What follows belongs to an exercise in optimizing a design on an open flow for small area, a short achievable clock period and few clock cycles; a production flow would make more cautious choices. In this exercise RTL edits were held to simulation tests only and were not proved equivalent to the original. No activity file was given, so power comes from the tool's default toggle rates.

File: design/flow/design.v
module nlm_sorter (
    input  wire               clk,
    input  wire               rst,
    output wire               ready,
    input  wire               wr_en,
    input  wire [4:0]         wr_idx,
    input  wire [15:0]        wr_vcap,
    input  wire               wr_svc,
    input  wire               start,
    input  wire signed [23:0] v_arm,
    input  wire signed [15:0] i_p,
    input  wire [14:0]        i_dead,
    input  wire [15:0]        band,
    input  wire               full_bridge,
    output reg                done,
    output reg  [31:0]        mask,      
    output reg  [5:0]         n_out,
    output reg                neg,
    output reg                dir
);
    localparam N = 32;
    function [31:0] addp;
        input [31:0] a, b;
        input        cin;
        reg   [31:0] g, p, gg, pp, cy;
        integer d, i;
        begin
            g = a & b;
            p = a ^ b;
            gg = g; pp = p;
            for (d = 1; d < 32; d = d * 2)
                for (i = 31; i >= d; i = i - 1) begin
                    gg[i] = gg[i] | (pp[i] & gg[i-d]);
                    pp[i] = pp[i] & pp[i-d];
                end
            cy[0] = cin;
            for (i = 1; i < 32; i = i + 1)
                cy[i] = gg[i-1] | (pp[i-1] & cin);
            addp = p ^ cy;
        end
    endfunction
    reg         pend;            
    reg  [23:0] is_varm;
    reg         is_gt;           
    reg         is_lt;           
    reg  [15:0] is_band;
    reg         is_fb;
    reg         busy;            
    reg  [4:0]  cc;              
    reg  [8:1]  ph;              
    localparam [4:0] C_ADD0 = 5'd1,  C_ADDL = 5'd8,    
                     C_INIT = 5'd8,                    
                     C_SRC0 = 5'd9,  C_SRCL = 5'd30,   
                     C_END  = 5'd31;
    reg  [15:0] tv [0:32];
    reg  [32:0] tsvc;
    reg  [5:0]  hd;
    reg         wb_v;
    reg  [4:0]  wb_idx;
    reg  [15:0] wb_val;
    reg         wb_s;
    wire wmatch = wb_v && (hd == {1'b0, wb_idx});
    reg  go_r;
    wire go = go_r;             
    reg  ready_r;
    assign ready = ready_r;
    wire wr_fire    = ready && wr_en;
    wire start_fire = ready && start && !wr_en;
    wire       wb_v_n   = wr_fire || (wb_v && !wmatch);
    wire [4:0] wb_idx_n = wr_fire ? wr_idx : wb_idx;
    wire [5:0] hd_n     = (hd == 6'd32) ? 6'd0 : hd + 6'd1;
    wire       pend_n   = start_fire || (pend && !go);
    wire       busy_n   = go || (busy && (cc != C_END));
    wire       ready_n  = (!wb_v_n || (hd_n == {1'b0, wb_idx_n})) &&
                          (!pend_n || (!busy_n && hd_n == 6'd32));
    reg  [20:0] s_sum;
    reg  [5:0]  m_cnt;
    wire [15:0] s_old = tsvc[0] ? tv[0] : 16'd0;
    wire [15:0] s_new = wb_s ? wb_val : 16'd0;
    wire [20:0] s_x  = s_sum ^ {5'd0, s_new} ^ {5'h1f, ~s_old};
    wire [20:0] s_c  = (s_sum & {5'd0, s_new}) | (s_sum & {5'h1f, ~s_old}) |
                       ({5'd0, s_new} & {5'h1f, ~s_old});
    wire [31:0] s_upd = addp({11'd0, s_x}, {10'd0, s_c, 1'b0}, 1'b1);
    wire [31:0] m_upd = addp({26'd0, m_cnt}, {26'd0, {5{tsvc[0] & !wb_s}}, tsvc[0] ^ wb_s}, 1'b0);
    integer t;
    always @(posedge clk) begin
        for (t = 0; t < 32; t = t + 1)
            tv[t] <= tv[t+1];
        tv[32] <= wmatch ? wb_val : tv[0];
        if (wr_fire) begin
            wb_idx <= wr_idx;
            wb_val <= wr_vcap;
            wb_s   <= wr_svc;
        end
        if (rst) begin
            hd    <= 6'd32;
            wb_v  <= 1'b0;
            tsvc  <= 33'd0;
            s_sum <= 21'd0;
            m_cnt <= 6'd0;
        end else begin
            hd    <= hd_n;
            wb_v  <= wb_v_n;
            tsvc  <= {wmatch ? wb_s : tsvc[0], tsvc[32:1]};
            if (wmatch) begin
                s_sum <= s_upd[20:0];
                m_cnt <= m_upd[5:0];
            end
        end
    end
    reg         pdir;
    reg         r_neg, r_zero, r_d, chg;
    reg         r_dir;
    wire [31:0] dmi = addp({17'd0, i_dead}, {{16{~i_p[15]}}, ~i_p}, 1'b1);
    wire [31:0] dpi = addp({17'd0, i_dead}, {{16{i_p[15]}}, i_p}, 1'b0);
    wire new_d = is_gt ? 1'b1 : is_lt ? 1'b0 : pdir;
    wire new_neg = is_fb && is_varm[23];
    wire [31:0] neg_v = addp({8'd0, ~is_varm}, 32'd0, 1'b1);
    reg  [5:0]  mreg;
    reg  [20:0] sreg;
    reg  [29:0] rem;
    reg  [27:0] dd;
    reg  [5:0]  q;
    reg         ovf;
    reg  [5:0]  n_r;
    wire [31:0] rem_t = addp({2'd0, rem}, {4'hf, ~dd}, 1'b1);           
    wire [31:0] ovf_t = addp({2'd0, rem}, {3'h7, ~dd, 1'b1}, 1'b1);     
    reg  [26:0] a_sh;            
    reg  [2:0]  m_sh;            
    wire [31:0] o0 = {4'd0, m_sh[0] ? a_sh : 27'd0, 1'b0};
    wire [31:0] o1 = {3'd0, m_sh[1] ? a_sh : 27'd0, 2'b0};
    wire [31:0] o2 = {2'd0, m_sh[2] ? a_sh : 27'd0, 3'b0};
    wire [31:0] o3 = ph[1] ? {11'd0, sreg} : {2'd0, rem};
    wire [31:0] x1s = o0 ^ o1 ^ o2;
    wire [31:0] x1c = {((o0 & o1) | (o0 & o2) | (o1 & o2)), 1'b0};
    wire [31:0] x2s = x1s ^ x1c ^ o3;
    wire [31:0] x2c = {((x1s & x1c) | (x1s & o3) | (x1c & o3)), 1'b0};
    wire [31:0] num32 = addp(x2s, x2c, 1'b0);
    wire [5:0] nsel = (r_zero || sreg == 21'd0 || mreg == 6'd0) ? 6'd0 :
                      (ovf || q > mreg) ? mreg : q;
    reg  [15:0] rk [0:N-1];      
    reg  [N-1:0] cy;             
    reg  [N-1:0] cy_n;
    reg  [N-1:0] blp, ltvp, eqp, topp;
    reg          gp;
    wire [N-1:0] bl = gp ? blp : ltvp;
    wire [N-1:0] eq = eqp & (gp ? ~topp : topp);
    reg  [15:0] bsh;             
    wire adding = |ph[8:1];
    wire xm     = !chg;                      
    reg  srch;                               
    wire last   = (cc == C_SRCL);
    wire [4:0] ixs;
    genvar gb;
    generate
        for (gb = 0; gb < 5; gb = gb + 1) begin : g_ixs
            assign ixs[4-gb] = srch && (cc == C_SRC0 + gb);
        end
    endgenerate
    reg  [N-1:0] rk_top, rk_nxt;
    integer c;
    always @(*) begin
        for (c = 0; c < N; c = c + 1) begin
            rk_top[c] = cy[c];
            rk_nxt[c] = rk[c][15] | last;
        end
    end
    always @(*) begin
        for (c = 0; c < N; c = c + 1) begin : cyo
            reg [1:0] ua, ub;
            reg       c1;
            ua = rk[c][1:0] ^ {2{xm}};
            ub = mask[c] ? 2'b00 : bsh[1:0];
            c1 = (ua[0] & ub[0]) | (ua[0] & cy[c]) | (ub[0] & cy[c]);
            cy_n[c] = (ua[1] & ub[1]) | (ua[1] & c1) | (ub[1] & c1);
        end
    end
    reg  [N-1:0] g0r, g1r;
    wire [N-1:0] ltv = gp ? g0r : g1r;
    wire [N-1:0] ltv_g0 = bl | (eq & ~rk_top & ~rk_nxt);
    wire [N-1:0] ltv_g1 = ltv | (eq & rk_top & ~rk_nxt);
    reg  [7:0] kreg;
    wire [7:0] s_cnt0, s_cnt1;
    nls_pop32k u_pop0 (.x(g0r), .k(kreg), .s(s_cnt0));
    nls_pop32k u_pop1 (.x(g1r), .k(kreg), .s(s_cnt1));
    wire ge = gp ? s_cnt0[7] : s_cnt1[7];
    always @(posedge clk) begin
        for (c = 0; c < N; c = c + 1) begin
            if (go) begin
                rk[c] <= tv[c+1];
                cy[c] <= 1'b0;
            end else if (adding) begin : add2
                reg [1:0] ua, ub;
                reg       c1;
                ua = rk[c][1:0] ^ {2{xm}};
                ub = mask[c] ? 2'b00 : bsh[1:0];
                c1 = (ua[0] & ub[0]) | (ua[0] & cy[c]) | (ub[0] & cy[c]);
                rk[c] <= {ua[1] ^ ub[1] ^ c1, ua[0] ^ ub[0] ^ cy[c], rk[c][15:2]};
                cy[c] <= cy_n[c];
            end else begin
                rk[c] <= {rk[c][14:0], |(ixs & c[4:0])};
                cy[c] <= rk[c][15];
            end
        end
        if (go)
            bsh <= is_band;
        else
            bsh <= {2'b00, bsh[15:2]};
        eqp  <= go ? tsvc[32:1] : eq;
        blp  <= ph[8] ? {N{1'b0}} : bl;
        ltvp <= ltv;
        topp <= srch ? rk_top : {N{1'b0}};
        gp   <= srch ? ge : 1'b1;
        g0r  <= ph[8] ? (eqp & ~cy_n) : ltv_g0;    
        g1r  <= ltv_g1;
        if (ph[8])
            srch <= 1'b1;
        else if (srch)
            srch <= !last;
        if (rst)
            srch <= 1'b0;
    end
    always @(posedge clk) begin
        a_sh <= go ? {3'd0, is_varm[23] ? neg_v[23:0] : is_varm} : {a_sh[23:0], 3'd0};
        m_sh <= go ? m_cnt[2:0] : mreg[5:3];
        dd   <= ph[2] ? {2'b0, sreg, 5'd0} : dd >> 1;
        q    <= ph[2] ? 6'd0 : {q[4:0], !rem_t[31]};
        if (ph[1] || ph[2])
            rem <= num32[29:0];
        else if (!rem_t[31])
            rem <= rem_t[29:0];
    end
    always @(posedge clk) begin
        if (rst) begin
            ready_r <= 1'b1;
            go_r    <= 1'b0;
            ph      <= 8'd0;
            pend  <= 1'b0;
            busy  <= 1'b0;
            cc    <= 5'd0;
            pdir  <= 1'b1;
            done  <= 1'b0;
            mask  <= {N{1'b0}};
            n_out <= 6'd0;
            neg   <= 1'b0;
            dir   <= 1'b1;
        end else begin
            done    <= 1'b0;
            ready_r <= ready_n;
            go_r    <= pend_n && !busy_n && (hd_n == 6'd32);
            if (start_fire) begin
                pend    <= 1'b1;
                is_varm <= v_arm;
                is_gt   <= dmi[31];
                is_lt   <= dpi[31];
                is_band <= band;
                is_fb   <= full_bridge;
            end else if (go) begin
                pend <= 1'b0;
            end
            ph <= {ph[7:1], go};
            if (go) begin
                busy   <= 1'b1;
                cc     <= 5'd1;
                r_neg  <= new_neg;
                r_zero <= !is_fb && is_varm[23];
                r_d    <= new_d;
                chg    <= new_d ^ new_neg;
                mreg   <= m_cnt;
                sreg   <= s_sum;
                r_dir  <= (m_cnt == 6'd0) ? pdir : new_d;
                pdir   <= (m_cnt == 6'd0) ? pdir : new_d;
            end else if (busy) begin
                cc <= cc + 5'd1;
                if (ph[3])
                    ovf <= !ovf_t[31];
                if (ph[8]) begin
                    n_r  <= nsel;
                    kreg <= 8'd128 - {2'b00, nsel};
                end
                if (cc == C_END) begin
                    busy  <= 1'b0;
                    cc    <= 5'd0;
                    mask  <= (n_r != 6'd0) ? (bl | eq) : {N{1'b0}};
                    done  <= 1'b1;
                    n_out <= n_r;
                    neg   <= r_neg;
                    dir   <= r_dir;
                end
            end
        end
    end
endmodule
module nls_pop32k (input wire [31:0] x, input wire [7:0] k, output wire [7:0] s);
    wire w1 = x[0] ^ x[1] ^ x[2];
    wire w2 = (x[0] & x[1]) | (x[0] & x[2]) | (x[1] & x[2]);
    wire w3 = x[3] ^ x[4] ^ x[5];
    wire w4 = (x[3] & x[4]) | (x[3] & x[5]) | (x[4] & x[5]);
    wire w5 = x[6] ^ x[7] ^ x[8];
    wire w6 = (x[6] & x[7]) | (x[6] & x[8]) | (x[7] & x[8]);
    wire w7 = x[9] ^ x[10] ^ x[11];
    wire w8 = (x[9] & x[10]) | (x[9] & x[11]) | (x[10] & x[11]);
    wire w9 = x[12] ^ x[13] ^ x[14];
    wire w10 = (x[12] & x[13]) | (x[12] & x[14]) | (x[13] & x[14]);
    wire w11 = x[15] ^ x[16] ^ x[17];
    wire w12 = (x[15] & x[16]) | (x[15] & x[17]) | (x[16] & x[17]);
    wire w13 = x[18] ^ x[19] ^ x[20];
    wire w14 = (x[18] & x[19]) | (x[18] & x[20]) | (x[19] & x[20]);
    wire w15 = x[21] ^ x[22] ^ x[23];
    wire w16 = (x[21] & x[22]) | (x[21] & x[23]) | (x[22] & x[23]);
    wire w17 = x[24] ^ x[25] ^ x[26];
    wire w18 = (x[24] & x[25]) | (x[24] & x[26]) | (x[25] & x[26]);
    wire w19 = x[27] ^ x[28] ^ x[29];
    wire w20 = (x[27] & x[28]) | (x[27] & x[29]) | (x[28] & x[29]);
    wire w21 = x[30] ^ x[31] ^ k[0];
    wire w22 = (x[30] & x[31]) | (x[30] & k[0]) | (x[31] & k[0]);
    wire w23 = w1 ^ w3 ^ w5;
    wire w24 = (w1 & w3) | (w1 & w5) | (w3 & w5);
    wire w25 = w7 ^ w9 ^ w11;
    wire w26 = (w7 & w9) | (w7 & w11) | (w9 & w11);
    wire w27 = w13 ^ w15 ^ w17;
    wire w28 = (w13 & w15) | (w13 & w17) | (w15 & w17);
    wire w29 = w19 ^ w21;
    wire w30 = w19 & w21;
    wire w31 = w2 ^ w4 ^ w6;
    wire w32 = (w2 & w4) | (w2 & w6) | (w4 & w6);
    wire w33 = w8 ^ w10 ^ w12;
    wire w34 = (w8 & w10) | (w8 & w12) | (w10 & w12);
    wire w35 = w14 ^ w16 ^ w18;
    wire w36 = (w14 & w16) | (w14 & w18) | (w16 & w18);
    wire w37 = w20 ^ w22 ^ k[1];
    wire w38 = (w20 & w22) | (w20 & k[1]) | (w22 & k[1]);
    wire w39 = w23 ^ w25 ^ w27;
    wire w40 = (w23 & w25) | (w23 & w27) | (w25 & w27);
    wire w41 = w24 ^ w26 ^ w28;
    wire w42 = (w24 & w26) | (w24 & w28) | (w26 & w28);
    wire w43 = w30 ^ w31 ^ w33;
    wire w44 = (w30 & w31) | (w30 & w33) | (w31 & w33);
    wire w45 = w35 ^ w37;
    wire w46 = w35 & w37;
    wire w47 = w32 ^ w34 ^ w36;
    wire w48 = (w32 & w34) | (w32 & w36) | (w34 & w36);
    wire w49 = w38 ^ k[2];
    wire w50 = w38 & k[2];
    wire w51 = w40 ^ w41 ^ w43;
    wire w52 = (w40 & w41) | (w40 & w43) | (w41 & w43);
    wire w53 = w42 ^ w44 ^ w46;
    wire w54 = (w42 & w44) | (w42 & w46) | (w44 & w46);
    wire w55 = w47 ^ w49;
    wire w56 = w47 & w49;
    wire w57 = w48 ^ w50 ^ k[3];
    wire w58 = (w48 & w50) | (w48 & k[3]) | (w50 & k[3]);
    wire w59 = w52 ^ w53 ^ w55;
    wire w60 = (w52 & w53) | (w52 & w55) | (w53 & w55);
    wire w61 = w54 ^ w56 ^ w57;
    wire w62 = (w54 & w56) | (w54 & w57) | (w56 & w57);
    wire w63 = w62 ^ w58 ^ k[4];
    wire w64 = (w62 & w58) | (w62 & k[4]) | (w58 & k[4]);
    wire [7:0] ra = {k[7], k[6], w64, w63, w60, w59, w51, w39};
    wire [7:0] rb = {1'b0, 1'b0, k[5], 1'b0, w61, 1'b0, w45, w29};
    wire [7:0] g0 = ra & rb, p0 = ra ^ rb;
    wire [7:0] g1 = g0 | ((p0 & {g0[6:0], 1'b0}));
    wire [7:0] p1 = p0 & {p0[6:0], 1'b0};
    wire [7:0] g2 = g1 | ((p1 & {g1[5:0], 2'b0}));
    wire [7:0] p2 = p1 & {p1[5:0], 2'b0};
    wire [7:0] g3 = g2 | ((p2 & {g2[3:0], 4'b0}));
    assign s = p0 ^ {g3[6:0], 1'b0};
endmodule
File: design/flow/run.sh
#!/bin/bash
# synth_recipe.tcl (not shown) runs the flow's synth.tcl, then flattens the netlist and writes it again
# the make line also repeats each setting of config.mk as NAME=value (left out here)
make -C /OpenROAD-flow-scripts/flow DESIGN_CONFIG=/design/flow/config.mk WORK_HOME=/design/flow/orfs CLKGATE_MAP_FILE= SYNTH_SCRIPT=/design/flow/synth_recipe.tcl finish
File: design/flow/config.mk
export PLATFORM = sky130hd
export DESIGN_NAME = nlm_sorter
export DESIGN_NICKNAME = nlm_sorter
export VERILOG_FILES = /design/flow/design.v
export SDC_FILE = /design/flow/constraint.sdc
export NUM_CORES = 4
export LEC_CHECK = 0
export CAP_MARGIN = 20
export CORE_MARGIN = 2
export CORE_UTILIZATION = 25
export CTS_CLUSTER_DIAMETER = 80
export CTS_CLUSTER_SIZE = 20
export PLACE_DENSITY = 0.35
export SLEW_MARGIN = 20
File: design/flow/constraint.sdc
create_clock -name core_clock -period 12.0 [get_ports {clk}]
set_input_delay 2.4000 -clock core_clock [delete_from_list [all_inputs] [get_ports {clk}]]
set_output_delay 2.4000 -clock core_clock [all_outputs]
set_load 0.01 [all_outputs]
==> results of run 1 <==
==> layout make-up <==
type / count / area (um2) / area share, %
Sequential cell: 1610 / 33600 / 46.9
Multi-Input combinational cell: 3865 / 27300 / 38.1
Tap cell: 3348 / 4190 / 5.85
Clock buffer: 133 / 3000 / 4.20
Timing Repair Buffer: 179 / 1780 / 2.48
Inverter: 249 / 935 / 1.31
Clock inverter: 61 / 810 / 1.13
Antenna cell: 6 / 15.0 / 0.0210
==> how the worst min path moves through the flow <==
stage / start / to / slack, ps / depth (start not counted)
floorplan: tv[11][0]$_DFF_P_ / tv[10][0]$_DFF_P_ / 330 / 0
global placement: tv[7][0]$_DFF_P_ / tv[6][0]$_DFF_P_ / 340 / 0
detailed placement: tv[14][2]$_DFF_P_ / tv[13][2]$_DFF_P_ / 340 / 0
CTS: tv[30][2]$_DFF_P_ / tv[29][2]$_DFF_P_ / 330 / 0
global route: tv[13][7]$_DFF_P_ / tv[12][7]$_DFF_P_ / 360 / 0
finish: tv[3][0]$_DFF_P_ / tv[2][0]$_DFF_P_ / 350 / 0
==> stage by stage <==
stage	power (W)	utilization (%)	area, um2	hold slack (ps)
after detailed placement	0.00870	27.0	67800	336
final	0.0127	28.6	71600	345
after floorplan	0.00792	-	62900	331
after global placement	0.00868	27.0	67800	340
after CTS	0.0129	28.5	71600	335
after global routing	0.0135	28.6	71600	358
==> cells in the final DEF, fill, tap and decap left out, types with 11 or more instances in the layout <==
cell and instances:
clkbuf_1 11, clkinv_2 12, inv_1 249, o21a_1 14
clkbuf_16 114, buf_4 32, nor4_1 13, clkdlybuf4s50_1 138
mux2_2 65, a21o_1 66, nand4_1 12, o21bai_1 18
o21ai_0 621, nand2_1 885, xnor2_1 118, nand3_1 19
nor2b_1 147, edfxtp_1 135, fa_1 190, and2_1 145
a211oi_1 54, nor2_1 236, nor3_1 65, xor2_1 74
or3_1 11, ha_1 169, a211o_1 36, a21oi_1 229
mux2i_1 526, o31ai_1 14, dfxtp_1 1468
==> critical path: stages, from the launching register on <==
cell and delay, ps:
dfxtp_1 550, and2_1 280, fa_1 530, inv_1 50, fa_1 540, inv_1 70
fa_1 480, a211o_1 350, a211oi_1 220, nor2_1 110, o21ai_0 490, o21ai_0 260
a21o_1 290, a31oi_1 220, xnor2_1 100, mux2_2 260
==> per-layer routing <==
metal / wire, um / GRT usage (%)
met1: 85500 / 18.8
met2: 81400 / 22.3
met3: 4820 / 1.85
met4: 4760 / 3.68
met5: 0 / 0
==> cell families after synthesis <==
family / count (synthesis) / share of synthesized area [%]
AOI/OAI and AO/OA: 1131 / 10.3
xor gates and xnor gates: 192 / 2.67
adders and majority gates: 359 / 9.41
buffers and inverters: 558 / 3.33
DFF: 1610 / 53.4
muxes: 591 / 9.54
and+or+nand+nor: 1592 / 11.3
==> power breakdown <==
group / internal [W] / switching [W] / total (W)
combinational: 0.00113 / 0.00141 / 0.00254
clock: 0.00198 / 0.00217 / 0.00415
sequential: 0.00574 / 0.000232 / 0.00597
==> results_dict.tcl, run 1 <==
set metrics [dict create \
    clock_skew_ps 78.4 \
    grt_first_pass_wirelength_um 268000 \
    ys_types 72 \
    drcViolationCount 0 \
    vias_per_cell 4.20 \
    cts_buffer_depth 3 \
    syn_inst 6033 \
    hold_viol 0 \
    fp.dieW_um 506 \
    place_hpwl_um 123000 \
    syn2layout_area_growth_pct 13.9 \
    r2r-start "m_sh[0]$_DFF_P_" \
    cts_max_level 3 \
    cts_root_buffer "clkbuf_16" \
    avgSynthCellArea_um2 10.4 \
    mappedNetlistArea_mm2 0.0629 \
    cts_setup_buffers 0 \
    dieArea_mm2 0.256 \
    fin_setup_tns_ps 0 \
    grt_max_degree 252 \
    ys_seq_elements 1610 \
    ys_seq_area_share_pct 53.4 \
    max_cap_violations 0 \
    clk_latency_ps 810 \
    track_usage_pct 13.7 \
    crit_end "rem[22]$_DFFE_PP_" \
    grt_pass1_vias 40995 \
    period_minus_slack_ps 5070 \
    worst_slack_ps 6930 \
    synthFlopType "dfxtp_1" \
    start_util_pct 25.1 \
    reg_top3 "tv: 528 flops, rk: 512 flops, tsvc: 33 flops" \
    fin_crit_sh_pct 42.2 \
    cellPowerDensity_mw_per_mm2 177 \
    syn_nets 6490 \
    async_flop_share_pct 0 \
    placed_cells 9251 \
    dr.pass1.iters 5 \
    fin_nets 6476 \
    critPathLaunch "m_sh[0]$_DFF_P_" \
    r2r_cells 15 \
    worst_pin_slew_ps 1260 \
    place_ws_ps 6880 \
    drv_slew 0 \
    holdBufCountCts 0 \
    synth_top_area_share_pct 47.0 \
    vdd_drop_max_mv 0.157 \
    synth_common_cells "1475 x dfxtp_1, 885 x nand2_1, 621 x o21ai_0" \
    post_drt_wl_per_cell_um 18.7 \
    yosysWarningCount 3 \
    drt_iter0_markers 2405 \
    numCtsBuffers 114 \
    io_pins 140 \
    num_rows 184 \
    hold_class "reg2reg" \
    critPathRequiredTime_ps 12500 \
    regMostFlops "tv" \
    end_kind "register" \
    via_count 39694 \
    setup_viol 0 \
    path_max_fanout 27 \
    largest_reg_flops 528 \
    final.fill_count 26039 \
    synth_edf_count 135 \
    leakagePower_nw 27.9 \
    cts_tree "done" \
    yosysMostFrequentCell "dfxtp_1" \
    antenna_found_initial 8 \
    cp.arrival_ps 5570 \
    gr-total-overflow 0 \
    path_clk_slew_ps 80 \
    path_class "reg2reg" \
    fp.coreArea_mm2 0.251 \
    layout-drive-gt1-share_pct 5.23 \
    cts_resized 0 \
    clkSinkCount 1610 \
    place_congestion 0.772 \
    rsz0062_at_grt "false" \
    crit_path_start_kind "register" \
    yosys.area.top_type "dfxtp_1" \
    fp.dieH_um 506 \
    fmax_mhz 197 \
    final_antenna_net_count 0 \
    totalWireLength_um 176000 \
    stdcell_count 9451 \
    synth_area_leaders "dfxtp_1 47%, mux2i_1 8.4%, edfxtp_1 6.4%, fa_1 6.0%, nand2_1 5.3%" \
    status "finished clean" \
    port_buffers 139 \
    relSlewSlack_pct 16.0 \
    reg2reg_to "rem[22]$_DFFE_PP_" \
    r2r_slack_ps 6930 \
]
Testbench counts, summed over its fixed seeds: cycles 12,928.
==> run 2: changes to the inputs <==
--- a/design/flow/design.v
+++ b/design/flow/design.v
@@ -125,19 +125,17 @@
     reg  [5:0]  n_r;
     wire [31:0] rem_t = addp({2'd0, rem}, {4'hf, ~dd}, 1'b1);           
     wire [31:0] ovf_t = addp({2'd0, rem}, {3'h7, ~dd, 1'b1}, 1'b1);     
-    reg  [26:0] a_sh;            
-    reg  [2:0]  m_sh;            
-    wire [31:0] o0 = {4'd0, m_sh[0] ? a_sh : 27'd0, 1'b0};
-    wire [31:0] o1 = {3'd0, m_sh[1] ? a_sh : 27'd0, 2'b0};
-    wire [31:0] o2 = {2'd0, m_sh[2] ? a_sh : 27'd0, 3'b0};
+    reg  [27:0] a_sh;            
+    reg  [1:0]  m_sh;            
+    wire [31:0] o0 = {3'd0, m_sh[0] ? a_sh : 28'd0, 1'b0};
+    wire [31:0] o1 = {2'd0, m_sh[1] ? a_sh : 28'd0, 2'b0};
     wire [31:0] o3 = ph[1] ? {11'd0, sreg} : {2'd0, rem};
-    wire [31:0] x1s = o0 ^ o1 ^ o2;
-    wire [31:0] x1c = {((o0 & o1) | (o0 & o2) | (o1 & o2)), 1'b0};
-    wire [31:0] x2s = x1s ^ x1c ^ o3;
-    wire [31:0] x2c = {((x1s & x1c) | (x1s & o3) | (x1c & o3)), 1'b0};
-    wire [31:0] num32 = addp(x2s, x2c, 1'b0);
+    wire [31:0] x1s = o0 ^ o1 ^ o3;
+    wire [31:0] x1c = {((o0 & o1) | (o0 & o3) | (o1 & o3)), 1'b0};
+    wire [31:0] num32 = addp(x1s, x1c, 1'b0);
+    wire [4:0] qf = {q[3:0], !rem_t[31]};
     wire [5:0] nsel = (r_zero || sreg == 21'd0 || mreg == 6'd0) ? 6'd0 :
-                      (ovf || q > mreg) ? mreg : q;
+                      (ovf || {1'b0, qf} > mreg) ? mreg : {1'b0, qf};
     reg  [15:0] rk [0:N-1];      
     reg  [N-1:0] cy;             
     reg  [N-1:0] cy_n;
@@ -146,7 +144,7 @@
     wire [N-1:0] bl = gp ? blp : ltvp;
     wire [N-1:0] eq = eqp & (gp ? ~topp : topp);
     reg  [15:0] bsh;             
-    wire adding = |ph[8:1];
+    reg  adding;                 
     wire xm     = !chg;                      
     reg  srch;                               
     wire last   = (cc == C_SRCL);
@@ -221,11 +219,11 @@
             srch <= 1'b0;
     end
     always @(posedge clk) begin
-        a_sh <= go ? {3'd0, is_varm[23] ? neg_v[23:0] : is_varm} : {a_sh[23:0], 3'd0};
-        m_sh <= go ? m_cnt[2:0] : mreg[5:3];
-        dd   <= ph[2] ? {2'b0, sreg, 5'd0} : dd >> 1;
-        q    <= ph[2] ? 6'd0 : {q[4:0], !rem_t[31]};
-        if (ph[1] || ph[2])
+        a_sh <= go ? {4'd0, is_varm[23] ? neg_v[23:0] : is_varm} : {a_sh[25:0], 2'd0};
+        m_sh <= go ? m_cnt[1:0] : ph[1] ? mreg[3:2] : mreg[5:4];
+        dd   <= ph[3] ? {2'b0, sreg, 5'd0} : dd >> 1;
+        q    <= ph[3] ? 6'd0 : {q[4:0], !rem_t[31]};
+        if (ph[1] || ph[2] || ph[3])
             rem <= num32[29:0];
         else if (!rem_t[31])
             rem <= rem_t[29:0];
@@ -235,6 +233,7 @@
             ready_r <= 1'b1;
             go_r    <= 1'b0;
             ph      <= 8'd0;
+            adding  <= 1'b0;
             pend  <= 1'b0;
             busy  <= 1'b0;
             cc    <= 5'd0;
@@ -259,6 +258,7 @@
                 pend <= 1'b0;
             end
             ph <= {ph[7:1], go};
+            adding <= go || (adding && !ph[8]);
             if (go) begin
                 busy   <= 1'b1;
                 cc     <= 5'd1;
@@ -272,7 +272,7 @@
                 pdir   <= (m_cnt == 6'd0) ? pdir : new_d;
             end else if (busy) begin
                 cc <= cc + 5'd1;
-                if (ph[3])
+                if (ph[4])
                     ovf <= !ovf_t[31];
                 if (ph[8]) begin
                     n_r  <= nsel;
==> results_dict.tcl, run 2 <==
set metrics [dict create \
    num_rows 183 \
    ys_types 72 \
    finish.instance_area_mm2 0.0711 \
    layout_common_cells "1464 x dfxtp_1, 856 x nand2_1, 606 x o21ai_0" \
    status "finished clean" \
    reg_top3 "tv: 528 flops, rk: 512 flops, tsvc: 33 flops" \
    power_frac_comb_pct 18.3 \
    period_minus_slack_ps 5670 \
    leakagePower_nw 25.9 \
    cts_max_level 3 \
    cpMostUsedCell "ha_1" \
    vdd_drop_max_mv 0.123 \
    antenna_found_initial 17 \
    end_kind "register" \
    grt_max_degree 257 \
    clock_skew_ps 49.7 \
    synthFlopType "dfxtp_1" \
    yosysWarningCount 3 \
    yosys.area.top_type "dfxtp_1" \
    synth_top_area_share_pct 47.5 \
    whs_ps 349 \
    fp.dieH_um 503 \
    drv_slew 0 \
    p_sw_w 0.00369 \
    yosysMostFrequentCell "dfxtp_1" \
    p_sw_share_pct 29.3 \
    cts_tree "done" \
    syn_inst 5967 \
    cp.arrival_ps 6290 \
    clk_latency_ps 780 \
    fp.dieW_um 503 \
    cts_root_buffer "clkbuf_16" \
    vias_per_cell 4.20 \
    cp_top_family "compound AO/OA/AOI/OAI gates" \
    rsz0062_at_grt "false" \
    mappedNetlistArea_mm2 0.0622 \
    worst_pin_slew_ps 1100 \
    layout_commonest_cell "dfxtp_1" \
    drcViolationCount 0 \
    cpPeakStageDelay_ps 600 \
    cts_resized 0 \
    crit_path_start_kind "register" \
    setup_viol 0 \
    holdBufCountCts 0 \
    start_util_pct 25.1 \
    max_cap_violations 0 \
    place_congestion 0.795 \
    track_usage_pct 13.6 \
    avgSynthCellArea_um2 10.4 \
    cts_buffer_depth 3 \
    numCtsBuffers 115 \
    clkPwrFrac_pct 34.3 \
    final_antenna_net_count 0 \
    largest_reg_flops 528 \
    place_hpwl_um 123000 \
    hold_viol 0 \
    port_buffers 139 \
    intPower_w 0.00891 \
    hold_class "reg2reg" \
    fmax_mhz 176 \
    post_drt_wl_per_cell_um 18.5 \
    relSlewSlack_pct 26.5 \
    ys_seq_area_share_pct 54.0 \
    p_total_w 0.0126 \
    dpl_cell_area_mm2 0.0670 \
    io_pins 140 \
    dr.pass1.iters 7 \
    syn_nets 6396 \
    synth_common_cells "1474 x dfxtp_1, 858 x nand2_1, 606 x o21ai_0" \
    path_class "reg2reg" \
    via_count 39423 \
    fp.coreArea_mm2 0.248 \
    path_clk_slew_ps 80 \
    async_flop_share_pct 0 \
    dieArea_mm2 0.253 \
    ys_seq_elements 1609 \
    grt_pass1_vias 40402 \
    drt_iter0_markers 2306 \
    gr-total-overflow 0 \
    postLayoutCoreUtil_pct 28.7 \
    p_seq_share_pct 47.4 \
    path_max_fanout 17 \
    fin_nets 6392 \
    regMostFlops "tv" \
    layout-drive-gt1-share_pct 5.44 \
    fin_setup_tns_ps 0 \
    clkSinkCount 1609 \
    cp_num_buf_inv 1 \
    synth_edf_count 135 \
    cts_setup_buffers 0 \
    grt_first_pass_wirelength_um 263000 \
    syn2layout_area_growth_pct 14.4 \
    cellPowerDensity_mw_per_mm2 177 \
    crit_path_top_delay_cell "a21oi_2" \
    totalWireLength_um 173000 \
    crit_chain "ha_1 > and2_4 > a22o_1 > o2111a_1 > nor4_1 > o21ai_1 > a31oi_1 > nand2_1 > clkinv_1 > ha_1 > nor2b_1 > o21a_1 > o21a_1 > o21ai_0 > nand2b_1 > a21oi_2 > nor2_1 > a21oi_1 > nand2b_1 > ha_1 > nor2_1 > a21oi_1 > a2bb2oi_1" \
    synth_area_leaders "dfxtp_1 47%, mux2i_1 9.2%, edfxtp_1 6.5%, fa_1 5.3%, nand2_1 5.2%" \
    fin_crit_sh_pct 47.2 \
    critPathRequiredTime_ps 12620 \
]
run 2: changes by cell type in the layout (fill, tap and decap cells not counted), sizes merged, moves of 10 or more:
cell,delta
a21oi,-33
and2,-68
fa,-24
inv,+19
mux2,-19
mux2i,+45
nand2,-27
nand2b,+11
nand3,+12
nor2,+37
o21ai,-10
run 2: layer usage:
metal / GRT usage [%] / share of wire, % / vias up
li1: - / - / 20094
met1: 19.8 / 51 / 18736
met2: 21.4 / 45 / 442
met3: 1.64 / 3.1 / 151
met4: 3.12 / 1.7 / 0
met5: 0 / 0 / -
run 2: area by class of cell:
| type | instances | area, um2 |
|---|---|---|
| antenna | 4 | 10.0 |
| clock buffer | 138 | 3150 |
| clock inverter | 69 | 931 |
| fill | 25693 | 177000 |
| inverter | 267 | 1000 |
| multi-input combinational | 3791 | 26500 |
| sequential | 1609 | 33600 |
| tap | 3330 | 4170 |
| timing repair buffer | 179 | 1740 |
run 2: final timing paths:
path                                   startpoint                end  slack, ps  cells past startpoint
worst min register to register  tv[19][4]$_DFF_P_  tv[18][4]$_DFF_P_        350                      0
worst max-delay path             rem[5]$_DFFE_PP_  kreg[4]$_DFFE_PP_       6330                     23
worst max register to register   rem[5]$_DFFE_PP_  kreg[4]$_DFFE_PP_       6330                     23
worst min-delay path            tv[19][4]$_DFF_P_  tv[18][4]$_DFF_P_        350                      0
run 2: stage by stage:
stage / instances / worst slack (ps)
global placement: 9175 / 5940
detailed placement: 9176 / 6330
finish: 9387 / 6330
floorplan: 5967 / 4770
CTS: 9383 / 6330
global route: 9384 / 5790
run 2: power groups by stage:
stage,combinational [W],sequential (W),clock [W]
after floorplan,0.00172,0.00600,0
after global placement,0.00234,0.00610,0
after detailed placement,0.00234,0.00610,0
after CTS,0.00236,0.00598,0.00452
after global routing,0.00268,0.00601,0.00471
final,0.00231,0.00597,0.00432
run 2: kinds of logic after synthesis:
family,after synthesis,share of synthesized area [%]
XOR/XNOR,190,2.68
AND/OR/NAND/NOR,1571,11.1
multiplexers,617,10.0
AO/OA/AOI/OAI,1082,10.1
flip-flops,1609,54.0
buffers and inverters,567,3.43
adder cells (fa/ha/maj),331,8.67
run 2: worst register-to-register path, stage by stage (launching register included):
cell       delay [ps]
edfxtp_1          430
ha_1              380
and2_4            160
a22o_1            220
o2111a_1          330
nor4_1            490
o21ai_1           270
a31oi_1           330
nand2_1           290
clkinv_1          260
ha_1              180
nor2b_1            40
o21a_1            160
o21a_1            160
o21ai_0           150
nand2b_1          100
a21oi_2           600
nor2_1             80
a21oi_1           170
nand2b_1          130
ha_1              240
nor2_1             70
a21oi_1           150
a2bb2oi_1         180
Testbench counts of run 2, summed over its fixed seeds: cycles 12,928.
==> run 3: changes to the inputs <==
--- a/design/flow/config.mk
+++ b/design/flow/config.mk
@@ -5,10 +5,10 @@
 export SDC_FILE = /design/flow/constraint.sdc
 export NUM_CORES = 4
 export LEC_CHECK = 0
-export CAP_MARGIN = 20
+export CAP_MARGIN = 10
 export CORE_MARGIN = 2
 export CORE_UTILIZATION = 25
 export CTS_CLUSTER_DIAMETER = 80
 export CTS_CLUSTER_SIZE = 20
 export PLACE_DENSITY = 0.35
-export SLEW_MARGIN = 20
+export SLEW_MARGIN = 10
==> results_dict.tcl, run 3 <==
set metrics [dict create \
    layout_commonest_cell "dfxtp_1" \
    r2r_cells 23 \
    io_pins 140 \
    crit_chain "ha_1 > and2_4 > a22o_1 > o2111a_1 > nor4_1 > o21ai_1 > a31oi_1 > nand2_1 > clkinv_1 > ha_1 > nor2b_1 > o21a_1 > o21a_1 > o21ai_0 > nand2b_1 > a21oi_2 > nor2_1 > a21oi_1 > nand2b_1 > ha_1 > nor2_1 > a21oi_1 > a2bb2oi_1" \
    gr-total-overflow 0 \
    vias_per_cell 4.21 \
    dieArea_mm2 0.253 \
    layout_common_cells "1466 x dfxtp_1, 856 x nand2_1, 606 x o21ai_0" \
    track_usage_pct 13.7 \
    cpPeakStageDelay_ps 590 \
    yosysWarningCount 3 \
    period_minus_slack_ps 5670 \
    worst_slack_ps 6330 \
    fp.dieH_um 503 \
    syn2layout_area_growth_pct 14.4 \
    cellPowerDensity_mw_per_mm2 177 \
    synthFlopType "dfxtp_1" \
    yosys.area.top_type "dfxtp_1" \
    cts_buffer_depth 3 \
    cts_root_buffer "clkbuf_16" \
    final_antenna_net_count 0 \
    hold_class "reg2reg" \
    postLayoutCoreUtil_pct 28.7 \
    syn_nets 6396 \
    fin_setup_tns_ps 0 \
    clock_skew_ps 59.7 \
    clkSinkCount 1609 \
    drv_slew 0 \
    via_count 39523 \
    holdBufCountCts 0 \
    place_hpwl_um 123000 \
    r2r_slack_ps 6330 \
    end_kind "register" \
    cts_max_level 3 \
    synth_edf_count 135 \
    synth_common_cells "1474 x dfxtp_1, 858 x nand2_1, 606 x o21ai_0" \
    leakagePower_nw 25.9 \
    min-delay-start "tv[14][7]$_DFF_P_" \
    worst_pin_slew_ps 1150 \
    max_cap_violations 0 \
    syn_inst 5967 \
    fmax_mhz 176 \
    dr.pass1.iters 5 \
    fin_nets 6393 \
    grt_max_degree 257 \
    r2r-start "rem[5]$_DFFE_PP_" \
    rsz0062_at_grt "false" \
    fp.dieW_um 503 \
    cts_resized 0 \
    cts_setup_buffers 0 \
    drcViolationCount 0 \
    grt_pass1_vias 40522 \
    place_congestion 0.795 \
    path_class "reg2reg" \
    start_util_pct 25.1 \
    num_rows 183 \
    grt_first_pass_wirelength_um 263000 \
    relSlewSlack_pct 23.1 \
    final.fill_count 25695 \
    post_drt_wl_per_cell_um 18.5 \
    totalWireLength_um 173000 \
    avgSynthCellArea_um2 10.4 \
    layout-drive-gt1-share_pct 5.41 \
    clk_latency_ps 780 \
    crit_path_start_kind "register" \
    mappedNetlistArea_mm2 0.0622 \
    setup_viol 0 \
    antenna_found_initial 20 \
    critPathRequiredTime_ps 12620 \
    ys_seq_elements 1609 \
    numCtsBuffers 117 \
    vdd_drop_max_mv 0.113 \
    place_ws_ps 5920 \
    synth_area_leaders "dfxtp_1 47%, mux2i_1 9.2%, edfxtp_1 6.5%, fa_1 5.3%, nand2_1 5.2%" \
    hold_end "tv[13][7]$_DFF_P_" \
    largest_reg_flops 528 \
    regMostFlops "tv" \
    drt_iter0_markers 2172 \
    reg2reg_to "kreg[4]$_DFFE_PP_" \
    async_flop_share_pct 0 \
    path_max_fanout 17 \
    ys_seq_area_share_pct 54.0 \
    status "finished clean" \
    fin_crit_sh_pct 47.2 \
    hold_path_depth 0 \
    path_clk_slew_ps 90 \
    cts_tree "done" \
    ys_types 72 \
    cpMostUsedCell "ha_1" \
    crit_path_top_delay_cell "a21oi_2" \
    fp.coreArea_mm2 0.248 \
    hold_viol 0 \
    synth_top_area_share_pct 47.5 \
    cp.arrival_ps 6290 \
    reg_top3 "tv: 528 flops, rk: 512 flops, tsvc: 33 flops" \
    port_buffers 139 \
    yosysMostFrequentCell "dfxtp_1" \
]
run 3: how the worst max path moves through the flow:
stage                           startpoint                   end  slack, ps  cells after the start
final                     rem[5]$_DFFE_PP_     kreg[4]$_DFFE_PP_       6330                     23
after global routing      rem[0]$_DFFE_PP_     kreg[4]$_DFFE_PP_       5790                     23
after CTS                 rem[2]$_DFFE_PP_     kreg[4]$_DFFE_PP_       5960                     22
after detailed placement  rem[5]$_DFFE_PP_     kreg[4]$_DFFE_PP_       5920                     22
after global placement    rem[4]$_DFFE_PP_     kreg[4]$_DFFE_PP_       5940                     22
after floorplan                        rst  is_band[0]$_DFFE_PP_       4770                      1
run 3: layer usage:
layer,routed length (um),part of all wire [%],up-vias,track usage [%]
li1,-,-,20106,-
met1,87500,50,18748,19.7
met2,76500,44,493,21.3
met3,5710,3.3,176,1.84
met4,3710,2.1,0,3.57
met5,0,0,-,0
run 3: worst max-delay path, delay by kind of cell, from the launching register on:
family	cells	cell delay, ps
and+or+nand+nor	8	1330
buffers and inverters	1	240
DFF	1	430
adders and majority gates	3	810
AOI/OAI and AO/OA	11	2730
run 3: layout make-up:
cell class | instances | area (um2) | area share [%]
flip-flops and latches | 1609 | 33600 | 47.2
multi-input cells | 3791 | 26500 | 37.3
clock inverters | 67 | 861 | 1.21
clock buffers | 147 | 3270 | 4.59
diodes | 4 | 10.0 | 0.0141
well taps | 3330 | 4170 | 5.86
repair buffers | 178 | 1720 | 2.42
inverters | 267 | 1000 | 1.41
run 3: stage by stage:
step | cell area (um2) | hold slack, ps | power, W | cells
after floorplan | 62200 | 331 | 0.00772 | 5967
after global placement | 67000 | 337 | 0.00844 | 9175
after detailed placement | 67000 | 341 | 0.00845 | 9175
after CTS | 71100 | 349 | 0.0129 | 9389
after global routing | 71100 | 350 | 0.0134 | 9390
final | 71100 | 351 | 0.0126 | 9393
run 3: kinds of logic after synthesis:
logic type,count (synthesis),share of synthesized area [%]
xor gates and xnor gates,190,2.68
AOI/OAI and AO/OA,1082,10.1
and+or+nand+nor,1571,11.1
muxes,617,10.0
adders and majority gates,331,8.67
buffers and inverters,567,3.43
DFF,1609,54.0
run 3: power breakdown:
| part | internal [W] | switching [W] | leakage, nW | total [W] |
|---|---|---|---|---|
| Clock | 0.00216 | 0.00218 | 1.99 | 0.00434 |
| Sequential | 0.00575 | 0.000224 | 13.2 | 0.00597 |
| Combinational | 0.000994 | 0.00130 | 10.7 | 0.00230 |
==> run 4: changes to the inputs <==
--- a/design/flow/design.v
+++ b/design/flow/design.v
@@ -59,7 +59,7 @@
     reg  [4:0]  wb_idx;
     reg  [15:0] wb_val;
     reg         wb_s;
-    wire wmatch = wb_v && (hd == {1'b0, wb_idx});
+    reg  wmatch;                 
     reg  go_r;
     wire go = go_r;             
     reg  ready_r;
@@ -75,8 +75,10 @@
                           (!pend_n || (!busy_n && hd_n == 6'd32));
     reg  [20:0] s_sum;
     reg  [5:0]  m_cnt;
-    wire [15:0] s_old = tsvc[0] ? tv[0] : 16'd0;
-    wire [15:0] s_new = wb_s ? wb_val : 16'd0;
+    reg         ds_v;
+    reg  [15:0] ds_new, ds_old;
+    wire [15:0] s_old = ds_old;
+    wire [15:0] s_new = ds_new;
     wire [20:0] s_x  = s_sum ^ {5'd0, s_new} ^ {5'h1f, ~s_old};
     wire [20:0] s_c  = (s_sum & {5'd0, s_new}) | (s_sum & {5'h1f, ~s_old}) |
                        ({5'd0, s_new} & {5'h1f, ~s_old});
@@ -87,6 +89,8 @@
         for (t = 0; t < 32; t = t + 1)
             tv[t] <= tv[t+1];
         tv[32] <= wmatch ? wb_val : tv[0];
+        ds_new <= wb_s ? wb_val : 16'd0;
+        ds_old <= tsvc[0] ? tv[0] : 16'd0;
         if (wr_fire) begin
             wb_idx <= wr_idx;
             wb_val <= wr_vcap;
@@ -98,14 +102,16 @@
             tsvc  <= 33'd0;
             s_sum <= 21'd0;
             m_cnt <= 6'd0;
+            ds_v  <= 1'b0;
         end else begin
             hd    <= hd_n;
             wb_v  <= wb_v_n;
             tsvc  <= {wmatch ? wb_s : tsvc[0], tsvc[32:1]};
-            if (wmatch) begin
+            ds_v  <= wmatch;
+            if (ds_v)
                 s_sum <= s_upd[20:0];
+            if (wmatch)
                 m_cnt <= m_upd[5:0];
-            end
         end
     end
     reg         pdir;
@@ -129,13 +135,22 @@
     reg  [1:0]  m_sh;            
     wire [31:0] o0 = {3'd0, m_sh[0] ? a_sh : 28'd0, 1'b0};
     wire [31:0] o1 = {2'd0, m_sh[1] ? a_sh : 28'd0, 2'b0};
-    wire [31:0] o3 = ph[1] ? {11'd0, sreg} : {2'd0, rem};
+    wire [31:0] o3 = ph[1] ? {11'd0, s_sum} : {2'd0, rem};
     wire [31:0] x1s = o0 ^ o1 ^ o3;
     wire [31:0] x1c = {((o0 & o1) | (o0 & o3) | (o1 & o3)), 1'b0};
     wire [31:0] num32 = addp(x1s, x1c, 1'b0);
-    wire [4:0] qf = {q[3:0], !rem_t[31]};
-    wire [5:0] nsel = (r_zero || sreg == 21'd0 || mreg == 6'd0) ? 6'd0 :
-                      (ovf || {1'b0, qf} > mreg) ? mreg : {1'b0, qf};
+    wire       q0 = !rem_t[31];
+    function [5:0] nfun;
+        input [4:0] qv;
+        begin
+            nfun = (r_zero || sreg == 21'd0 || mreg == 6'd0) ? 6'd0 :
+                   (ovf || {1'b0, qv} > mreg) ? mreg : {1'b0, qv};
+        end
+    endfunction
+    wire [5:0] nsel0 = nfun({q[3:0], 1'b0});
+    wire [5:0] nsel1 = nfun({q[3:0], 1'b1});
+    wire [7:0] ksel0 = 8'd128 - {2'b00, nsel0};
+    wire [7:0] ksel1 = 8'd128 - {2'b00, nsel1};
     reg  [15:0] rk [0:N-1];      
     reg  [N-1:0] cy;             
     reg  [N-1:0] cy_n;
@@ -232,6 +247,7 @@
         if (rst) begin
             ready_r <= 1'b1;
             go_r    <= 1'b0;
+            wmatch  <= 1'b0;
             ph      <= 8'd0;
             adding  <= 1'b0;
             pend  <= 1'b0;
@@ -246,6 +262,7 @@
         end else begin
             done    <= 1'b0;
             ready_r <= ready_n;
+            wmatch  <= wb_v_n && (hd_n == {1'b0, wb_idx_n});
             go_r    <= pend_n && !busy_n && (hd_n == 6'd32);
             if (start_fire) begin
                 pend    <= 1'b1;
@@ -267,16 +284,17 @@
                 r_d    <= new_d;
                 chg    <= new_d ^ new_neg;
                 mreg   <= m_cnt;
-                sreg   <= s_sum;
                 r_dir  <= (m_cnt == 6'd0) ? pdir : new_d;
                 pdir   <= (m_cnt == 6'd0) ? pdir : new_d;
             end else if (busy) begin
                 cc <= cc + 5'd1;
+                if (ph[1])
+                    sreg <= s_sum;    
                 if (ph[4])
                     ovf <= !ovf_t[31];
                 if (ph[8]) begin
-                    n_r  <= nsel;
-                    kreg <= 8'd128 - {2'b00, nsel};
+                    n_r  <= q0 ? nsel1 : nsel0;
+                    kreg <= q0 ? ksel1 : ksel0;
                 end
                 if (cc == C_END) begin
                     busy  <= 1'b0;
--- a/design/flow/config.mk
+++ b/design/flow/config.mk
@@ -5,10 +5,10 @@
 export SDC_FILE = /design/flow/constraint.sdc
 export NUM_CORES = 4
 export LEC_CHECK = 0
-export CAP_MARGIN = 10
+export CAP_MARGIN = 20
 export CORE_MARGIN = 2
 export CORE_UTILIZATION = 25
 export CTS_CLUSTER_DIAMETER = 80
 export CTS_CLUSTER_SIZE = 20
 export PLACE_DENSITY = 0.35
-export SLEW_MARGIN = 10
+export SLEW_MARGIN = 20
==> results_dict.tcl, run 4 <==
set metrics [dict create \
    status "finished clean" \
    hold_class "reg2reg" \
    min-delay-start "tv[8][13]$_DFF_P_" \
    critPathRequiredTime_ps 12530 \
    synth_mux_area_share_pct 10.5 \
    drv_slew 0 \
    synth_area_leaders "dfxtp_1 48%, mux2i_1 9.4%, edfxtp_1 6.4%, fa_1 5.3%, o21ai_0 5.0%" \
    worst_pin_slew_ps 1210 \
    syn_inst 5956 \
    fin_nets 6372 \
    yosysWarningCount 3 \
    start_util_pct 25.1 \
    fin_crit_sh_pct 37.8 \
    period_minus_slack_ps 4530 \
    layout-drive-gt1-share_pct 5.17 \
    crit_path_start_kind "register" \
    synth_common_cells "1508 x dfxtp_1, 752 x nand2_1, 623 x o21ai_0" \
    largest_reg_flops 528 \
    cts_root_buffer "clkbuf_16" \
    clkPwrFrac_pct 33.9 \
    port_buffers 139 \
    cts_resized 0 \
    p_seq_share_pct 49.5 \
    place_congestion 0.801 \
    antenna_found_initial 5 \
    mappedNetlistArea_mm2 0.0630 \
    cp.arrival_ps 5060 \
    io_pins 140 \
    synth_xor_area_share_pct 2.70 \
    relSlewSlack_pct 19.1 \
    postLayoutCoreUtil_pct 28.5 \
    syn_nets 6385 \
    final_antenna_net_count 0 \
    path_max_fanout 28 \
    synthAdderAreaFrac_pct 8.56 \
    ys_seq_area_share_pct 54.4 \
    fp.dieH_um 506 \
    fp.dieW_um 506 \
    fin_setup_tns_ps 0 \
    synth_edf_count 135 \
    dr.pass1.iters 7 \
    cts_tree "done" \
    hold_end "tv[7][13]$_DFF_P_" \
    grt_first_pass_wirelength_um 263000 \
    vdd_drop_max_mv 0.119 \
    fmax_mhz 221 \
    synthSimpleGateAreaFrac_pct 10.6 \
    clk_latency_ps 780 \
    power_frac_comb_pct 16.6 \
    async_flop_share_pct 0 \
    avgSynthCellArea_um2 10.6 \
    place_hpwl_um 122000 \
    ys_seq_elements 1643 \
    cts_buffer_depth 3 \
    synth_top_family_by_area "simple AND/OR/NAND/NOR gates" \
    track_usage_pct 13.3 \
    rsz0062_at_grt "false" \
    setup_viol 0 \
    layout_commonest_cell "dfxtp_1" \
    end_kind "register" \
    regMostFlops "tv" \
    vias_per_cell 4.17 \
    path_clk_slew_ps 90 \
    drcViolationCount 0 \
    synth_top_area_share_pct 48.0 \
    yosysMostFrequentCell "dfxtp_1" \
    p_sw_share_pct 28.4 \
    max_cap_violations 0 \
    synthFlopType "dfxtp_1" \
    fp.coreArea_mm2 0.251 \
    intPower_w 0.00870 \
    r2r-start "m_sh[1]$_DFF_P_" \
    gr-total-overflow 0 \
    clkSinkCount 1643 \
    yosys.area.top_type "dfxtp_1" \
    drt_iter0_markers 2128 \
    reg_top3 "tv: 528 flops, rk: 512 flops, tsvc: 33 flops" \
    r2r_cells 13 \
    holdBufCountCts 0 \
    synth_compound_area_share_pct 9.75 \
    hold_path_depth 0 \
    layout_common_cells "1500 x dfxtp_1, 752 x nand2_1, 623 x o21ai_0" \
    r2r_slack_ps 7470 \
    clock_skew_ps 37.6 \
    cellPowerDensity_mw_per_mm2 170 \
    ys_types 79 \
    p_sw_w 0.00345 \
    totalWireLength_um 172000 \
    syn2layout_area_growth_pct 13.6 \
    cts_max_level 3 \
    grt_max_degree 285 \
    post_drt_wl_per_cell_um 18.4 \
    numCtsBuffers 110 \
    path_class "reg2reg" \
    num_rows 184 \
    dieArea_mm2 0.256 \
    via_count 39114 \
    grt_pass1_vias 40609 \
    reg2reg_to "rem[28]$_DFFE_PP_" \
    cts_setup_buffers 0 \
    hold_viol 0 \
    leakagePower_nw 26.1 \
]
-- run 4: cell families after synthesis --
kind of cell,Yosys count
buf+inv,586
flops,1643
fa+ha+maj,331
xor+xnor,194
simple gates,1481
mux,653
compound gates,1068
-- run 4: area by class of cell --
type	count	area (um2)
fillers	26054	179000
flip-flops and latches	1643	34300
multi-input cells	3727	26500
well taps	3348	4190
clock buffers	127	2910
repair buffers	183	1780
inverters	278	1040
clock inverters	58	815
diodes	5	12.5
-- run 4: critical path, stage by stage (launching register included) --
cell and delay [ps]:
dfxtp_1 940, nand2_1 170, fa_1 550, inv_1 40, ha_1 370, a211o_1 340, or3_1 310, o211a_1 260
o22a_1 240, a21o_1 230, a221o_1 350, a31oi_1 210, xor2_1 170, mux2i_1 80
-- run 4: worst max-delay path by stage --
stage | slack, ps | cells past startpoint | startpoint | to
after floorplan | 4600 | 2 | rst | is_band[0]$_DFFE_PP_
after global placement | 7300 | 13 | i_p[0] | is_gt$_DFFE_PP_
after detailed placement | 7310 | 3 | rst | mreg[2]$_DFFE_PP_
after CTS | 7370 | 14 | m_sh[1]$_DFF_P_ | rem[29]$_DFFE_PP_
after global routing | 7080 | 16 | m_sh[1]$_DFF_P_ | rem[28]$_DFFE_PP_
final | 7470 | 13 | m_sh[1]$_DFF_P_ | rem[28]$_DFFE_PP_
-- run 4: metal layers --
layer	share of wire (%)	vias up	GRT usage, %
li1	-	19988	-
met1	49	18632	18.4
met3	2.5	149	1.60
met5	0	-	0
met4	1.7	0	3.15
met2	47	345	22.0
-- run 4: stage by stage --
stage	cells	setup slack (ps)	hold WS [ps]	cell area, um2	total power [W]
2_1_floorplan	5956	4600	331	63000	0.00759
3_3_place_gp	9179	7300	341	67800	0.00819
3_5_place_dp	9179	7310	338	67800	0.00819
4_1_cts	9364	7370	310	71500	0.0124
5_1_grt	9365	7080	324	71500	0.0129
6_report	9369	7470	324	71500	0.0121
-- run 4: power by group through the flow --
stage	clock network (W)	registers (W)	logic (W)
3_3_place_gp	0	0.00615	0.00204
3_5_place_dp	0	0.00614	0.00205
2_1_floorplan	0	0.00605	0.00154
5_1_grt	0.00450	0.00605	0.00234
4_1_cts	0.00432	0.00602	0.00206
6_report	0.00412	0.00601	0.00202
Testbench counts of run 4, summed over its fixed seeds: cycles 12,928.
==> run 5: changes to the inputs <==
--- a/design/flow/design.v
+++ b/design/flow/design.v
@@ -135,7 +135,7 @@
     reg  [1:0]  m_sh;            
     wire [31:0] o0 = {3'd0, m_sh[0] ? a_sh : 28'd0, 1'b0};
     wire [31:0] o1 = {2'd0, m_sh[1] ? a_sh : 28'd0, 2'b0};
-    wire [31:0] o3 = ph[1] ? {11'd0, s_sum} : {2'd0, rem};
+    wire [31:0] o3 = {2'd0, rem};
     wire [31:0] x1s = o0 ^ o1 ^ o3;
     wire [31:0] x1c = {((o0 & o1) | (o0 & o3) | (o1 & o3)), 1'b0};
     wire [31:0] num32 = addp(x1s, x1c, 1'b0);
@@ -238,7 +238,9 @@
         m_sh <= go ? m_cnt[1:0] : ph[1] ? mreg[3:2] : mreg[5:4];
         dd   <= ph[3] ? {2'b0, sreg, 5'd0} : dd >> 1;
         q    <= ph[3] ? 6'd0 : {q[4:0], !rem_t[31]};
-        if (ph[1] || ph[2] || ph[3])
+        if (go)
+            rem <= {9'd0, ds_v ? s_upd[20:0] : s_sum};    
+        else if (ph[1] || ph[2] || ph[3])
             rem <= num32[29:0];
         else if (!rem_t[31])
             rem <= rem_t[29:0];
==> results_dict.tcl, run 5 <==
set metrics [dict create \
    synthFlopType "dfxtp_1" \
    reg_top3 "tv: 528 flops, rk: 512 flops, tsvc: 33 flops" \
    synth_top_area_share_pct 48.3 \
    numCtsBuffers 115 \
    layout_commonest_cell "dfxtp_1" \
    grt_max_degree 223 \
    worst_pin_slew_ps 1280 \
    path_max_fanout 28 \
    regMostFlops "tv" \
    dieArea_mm2 0.256 \
    drt_iter0_markers 1978 \
    leakagePower_nw 26.5 \
    layout-drive-gt1-share_pct 5.49 \
    start_util_pct 25.1 \
    relSlewSlack_pct 14.9 \
    ys_seq_area_share_pct 54.3 \
    cts_resized 0 \
    r2r_slack_ps 7550 \
    drv_slew 0 \
    cp_top_family "compound AO/OA/AOI/OAI gates" \
    antenna_found_initial 5 \
    place_hpwl_um 126000 \
    place_ws_ps 7070 \
    via_count 39523 \
    clkSinkCount 1643 \
    final_antenna_net_count 0 \
    path_depth 14 \
    path_class "reg2reg" \
    crit_path_start_kind "register" \
    reg2reg_to "rem[27]$_SDFFE_PP0P_" \
    multiInputGateArea_mm2 0.0264 \
    layout_common_cells "1508 x dfxtp_1, 770 x nand2_1, 621 x o21ai_0" \
    grt_pass1_vias 40781 \
    end_kind "register" \
    fmax_mhz 225 \
    mappedNetlistArea_mm2 0.0629 \
    ys_seq_elements 1643 \
    synth_edf_count 126 \
    async_flop_share_pct 0 \
    syn_nets 6433 \
    track_usage_pct 13.7 \
    synth_common_cells "1517 x dfxtp_1, 770 x nand2_1, 621 x o21ai_0" \
    crit_chain "nand2_1 > fa_1 > inv_1 > ha_1 > a21o_1 > a21oi_1 > nand2b_1 > a2111oi_0 > o311ai_0 > a21oi_1 > a211o_1 > a21oi_1 > xnor2_1 > o2bb2ai_1" \
    clock_skew_ps 41.4 \
    yosysMostFrequentCell "dfxtp_1" \
    cp_num_buf_inv 1 \
    crit_path_top_delay_cell "o311ai_0" \
    cellPowerDensity_mw_per_mm2 202 \
    max_cap_violations 0 \
    num_rows 184 \
    cts_max_level 3 \
    vdd_drop_max_mv 0.176 \
    holdBufCountCts 0 \
    gr-total-overflow 0 \
    final.fill_count 26167 \
    io_pins 140 \
    drcViolationCount 0 \
    fin_setup_tns_ps 0 \
    fp.coreArea_mm2 0.251 \
    grt_first_pass_wirelength_um 269000 \
    fp.dieW_um 506 \
    rsz0062_at_grt "false" \
    setup_viol 0 \
    period_minus_slack_ps 4450 \
    dr.pass1.iters 6 \
    cp.arrival_ps 5150 \
    totalWireLength_um 177000 \
    r2r_cells 14 \
    avgSynthCellArea_um2 10.5 \
    worst_slack_ps 7550 \
    fp.dieH_um 506 \
    r2r-start "m_sh[0]$_DFF_P_" \
    synth_area_leaders "dfxtp_1 48%, mux2i_1 9.0%, edfxtp_1 6.0%, fa_1 5.3%, o21ai_0 4.9%" \
    cts_buffer_depth 3 \
    yosys.area.top_type "dfxtp_1" \
    hold_class "reg2reg" \
    finish.instance_area_mm2 0.0720 \
    syn_inst 6004 \
    critPathLaunch "m_sh[0]$_DFF_P_" \
    seq_area_mm2 0.0342 \
    port_buffers 139 \
    largest_reg_flops 528 \
    crit_end "rem[27]$_SDFFE_PP0P_" \
    post_drt_wl_per_cell_um 18.7 \
    yosysWarningCount 3 \
    place_congestion 0.759 \
    cpMostUsedCell "a21oi_1" \
    fin_crit_sh_pct 37.1 \
    dpl_cell_area_mm2 0.0678 \
    cts_root_buffer "clkbuf_16" \
    cts_tree "done" \
    cts_setup_buffers 0 \
    cpPeakStageDelay_ps 710 \
    syn2layout_area_growth_pct 14.5 \
    ys_types 80 \
    fin_nets 6425 \
    clk_latency_ps 800 \
    status "finished clean" \
    critPathRequiredTime_ps 12700 \
    path_clk_slew_ps 80 \
    vias_per_cell 4.19 \
    hold_viol 0 \
]
-- run 5: cells by family (layout without fill, tap and decap cells) --
logic type / after synthesis / count (layout) / share of synthesized area, %
xor+xnor: 190 / 190 / 2.65
mux: 627 / 627 / 10.1
buf+inv: 631 / 714 / 3.77
other cells: 0 / 5 / 0
flops: 1643 / 1643 / 54.3
simple gates: 1470 / 1470 / 10.3
fa+ha+maj: 331 / 331 / 8.57
compound gates: 1112 / 1112 / 10.3
-- run 5: power by group --
part	leakage, nW	switching (W)	internal, W
Sequential	13.5	0.000356	0.00602
Clock	2.04	0.00218	0.00226
Combinational	11.0	0.00210	0.00160
-- run 5: worst min path at each step --
stage	cells past startpoint	from	end
detailed placement	0	tv[13][11]$_DFF_P_	tv[12][11]$_DFF_P_
CTS	0	tv[32][15]$_DFF_P_	tv[31][15]$_DFF_P_
finish	0	tv[32][15]$_DFF_P_	tv[31][15]$_DFF_P_
floorplan	0	tv[12][0]$_DFF_P_	tv[11][0]$_DFF_P_
global route	0	tv[10][0]$_DFF_P_	tv[9][0]$_DFF_P_
global placement	0	tv[15][12]$_DFF_P_	tv[14][12]$_DFF_P_
-- run 5: per-layer routing --
layer / vias to the layer above / GRT usage [%] / share of wire (%)
li1: 20137 / - / -
met5: - / 0 / 0.0096
met4: 2 / 3.22 / 2.2
met3: 181 / 1.81 / 2.5
met1: 18838 / 19.6 / 51
met2: 365 / 21.8 / 45
-- run 5: layout make-up --
| type | instances | share of cell area, % |
|---|---|---|
| tap | 3348 | 5.82 |
| clock buffer | 142 | 4.49 |
| inverter | 328 | 1.71 |
| timing repair buffer | 178 | 2.52 |
| multi-input combinational | 3730 | 36.7 |
| antenna | 5 | 0.0174 |
| sequential | 1643 | 47.4 |
| clock inverter | 66 | 1.31 |
-- run 5: metrics by stage --
stage / hold slack [ps] / power, W / utilization [%] / cells
after floorplan: 331 / 0.00911 / - / 6004
after global placement: 338 / 0.0103 / 27.0 / 9225
after detailed placement: 335 / 0.0103 / 27.0 / 9225
after CTS: 348 / 0.0148 / 28.7 / 9433
after global routing: 356 / 0.0156 / 28.7 / 9437
final: 343 / 0.0145 / 28.7 / 9440
-- run 5: worst register-to-register path: stages (launching register included) --
cell       delay, ps
dfxtp_2          700
nand2_1          210
fa_1             600
inv_1             60
ha_1             290
a21o_1           190
a21oi_1          190
nand2b_1         230
a2111oi_0        190
o311ai_0         710
a21oi_1          240
a211o_1          310
a21oi_1          170
xnor2_1          160
o2bb2ai_1        130
Testbench counts of run 5, summed over its fixed seeds: cycles 12,928.
==> run 6: changes to the inputs <==
--- a/design/flow/config.mk
+++ b/design/flow/config.mk
@@ -8,7 +8,7 @@
 export CAP_MARGIN = 20
 export CORE_MARGIN = 2
 export CORE_UTILIZATION = 25
-export CTS_CLUSTER_DIAMETER = 80
-export CTS_CLUSTER_SIZE = 20
+export CTS_CLUSTER_DIAMETER = 90
+export CTS_CLUSTER_SIZE = 24
 export PLACE_DENSITY = 0.35
 export SLEW_MARGIN = 20
==> results_dict.tcl, run 6 <==
set metrics [dict create \
    dpl_cell_area_mm2 0.0678 \
    cts_root_buffer "clkbuf_16" \
    syn_inst 6004 \
    final_antenna_net_count 0 \
    io_pins 140 \
    fp.coreArea_mm2 0.251 \
    totalWireLength_um 177000 \
    whs_ps 346 \
    regMostFlops "tv" \
    fin_nets 6417 \
    grt_max_degree 223 \
    synthFlopType "dfxtp_1" \
    mappedNetlistArea_mm2 0.0629 \
    via_count 39589 \
    vias_per_cell 4.20 \
    fin_crit_sh_pct 37.4 \
    seq_area_mm2 0.0342 \
    stdcell_count 9428 \
    place_hpwl_um 126000 \
    cts_buffer_depth 3 \
    end_kind "register" \
    yosysWarningCount 3 \
    path_clk_slew_ps 90 \
    fmax_mhz 223 \
    drv_slew 0 \
    hold_viol 0 \
    placed_cells 9225 \
    yosysMostFrequentCell "dfxtp_1" \
    drt_iter0_markers 1997 \
    antenna_found_initial 6 \
    place_congestion 0.759 \
    layout-drive-gt1-share_pct 5.35 \
    synth_common_cells "1517 x dfxtp_1, 770 x nand2_1, 621 x o21ai_0" \
    track_usage_pct 13.7 \
    clkSinkCount 1643 \
    status "finished clean" \
    period_minus_slack_ps 4490 \
    finish.instance_area_mm2 0.0716 \
    holdBufCountCts 0 \
    crit_path_start_kind "register" \
    clk_latency_ps 780 \
    port_buffers 139 \
    worst_pin_slew_ps 1180 \
    layout_commonest_cell "dfxtp_1" \
    cts_max_level 3 \
    fp.dieW_um 506 \
    synth_top_area_share_pct 48.3 \
    async_flop_share_pct 0 \
    cellPowerDensity_mw_per_mm2 198 \
    numCtsBuffers 107 \
    fin_setup_tns_ps 0 \
    synth_area_leaders "dfxtp_1 48%, mux2i_1 9.0%, edfxtp_1 6.0%, fa_1 5.3%, o21ai_0 4.9%" \
    grt_first_pass_wirelength_um 268000 \
    drcViolationCount 0 \
    setup_viol 0 \
    cts_resized 0 \
    ys_seq_elements 1643 \
    dr.pass1.iters 5 \
    clock_skew_ps 41.8 \
    ys_seq_area_share_pct 54.3 \
    syn_nets 6433 \
    num_rows 184 \
    layout_common_cells "1508 x dfxtp_1, 770 x nand2_1, 621 x o21ai_0" \
    cts_setup_buffers 0 \
    cts_tree "done" \
    cp.arrival_ps 4960 \
    final.fill_count 26247 \
    gr-total-overflow 0 \
    critPathRequiredTime_ps 12480 \
    vdd_drop_max_mv 0.173 \
    grt_pass1_vias 40764 \
]
-- run 6: cell count changes in the layout (fill, tap and decap cells not counted), sizes merged --
cell	previous run	this run
bufinv	13	0
clkbuf	142	116
clkinv	24	21
clkinvlp	5	7
inv	352	377
diode	5	8
-- run 6: path summary, 6_finish.rpt --
path | from | endpoint | slack, ps | depth (start not counted)
worst max-delay path | m_sh[0]$_DFF_P_ | rem[19]$_DFFE_PP_ | 7510 | 13
worst min-delay path | tv[15][11]$_DFF_P_ | tv[14][11]$_DFF_P_ | 350 | 0
worst max register to register | m_sh[0]$_DFF_P_ | rem[19]$_DFFE_PP_ | 7510 | 13
worst min register to register | tv[15][11]$_DFF_P_ | tv[14][11]$_DFF_P_ | 350 | 0
-- run 6: metrics by stage --
step	total power, W	util [%]	setup slack [ps]
floorplan	0.00911	-	4570
global placement	0.0103	27.0	7240
detailed placement	0.0103	27.0	7070
CTS	0.0145	28.5	7040
global route	0.0152	28.5	7220
finish	0.0142	28.5	7510
-- run 6: kinds of logic (layout without fill, tap and decap cells) --
family | after synthesis | count (layout) | share of synthesized area, %
simple gates | 1470 | 1470 | 10.3
xor+xnor | 190 | 190 | 2.65
buf+inv | 631 | 699 | 3.77
fa+ha+maj | 331 | 331 | 8.57
compound gates | 1112 | 1112 | 10.3
other cells | 0 | 8 | 0
flops | 1643 | 1643 | 54.3
mux | 627 | 627 | 10.1
-- run 6: cell type report --
cell class / instances / area share, %
sequential: 1643 / 47.7
multi-input combinational: 3730 / 36.9
tap: 3348 / 5.85
clock buffer: 116 / 3.92
timing repair buffer: 178 / 2.54
inverter: 328 / 1.72
clock inverter: 77 / 1.28
antenna: 8 / 0.0280
-- run 6: where the power goes --
group	switching [W]	internal, W	leakage [nW]
combinational	0.00210	0.00160	11.0
sequential	0.000357	0.00602	13.5
clock	0.00226	0.00183	1.80
-- run 6: worst max-delay path: stages, from the launching register on --
cell and delay (ps):
dfxtp_2 700, nand2_1 190, fa_1 600, inv_1 60, ha_1 270, a21o_1 120
a21oi_1 90, nand2b_1 220, a2111oi_0 710, o311ai_0 400, a21oi_1 360, a311oi_1 110
a211oi_1 260, a31oi_1 70
-- run 6: layer usage --
metal	up-vias	global-route usage (%)	routed length (um)
met5	-	0	17
met4	2	3.30	3990
met3	174	1.80	4700
met2	406	21.8	78600
met1	18875	19.6	89600
li1	20132	-	-

Re-timed with assumed drivers on the ports (clkbuf_16 on the clock, buf_2 on other inputs), run 6 has 7.473 ns of setup slack against 7.514 ns with ideal ports, and 7.317 ns once port delays also move by the mid clock arrival of 0.853 ns.
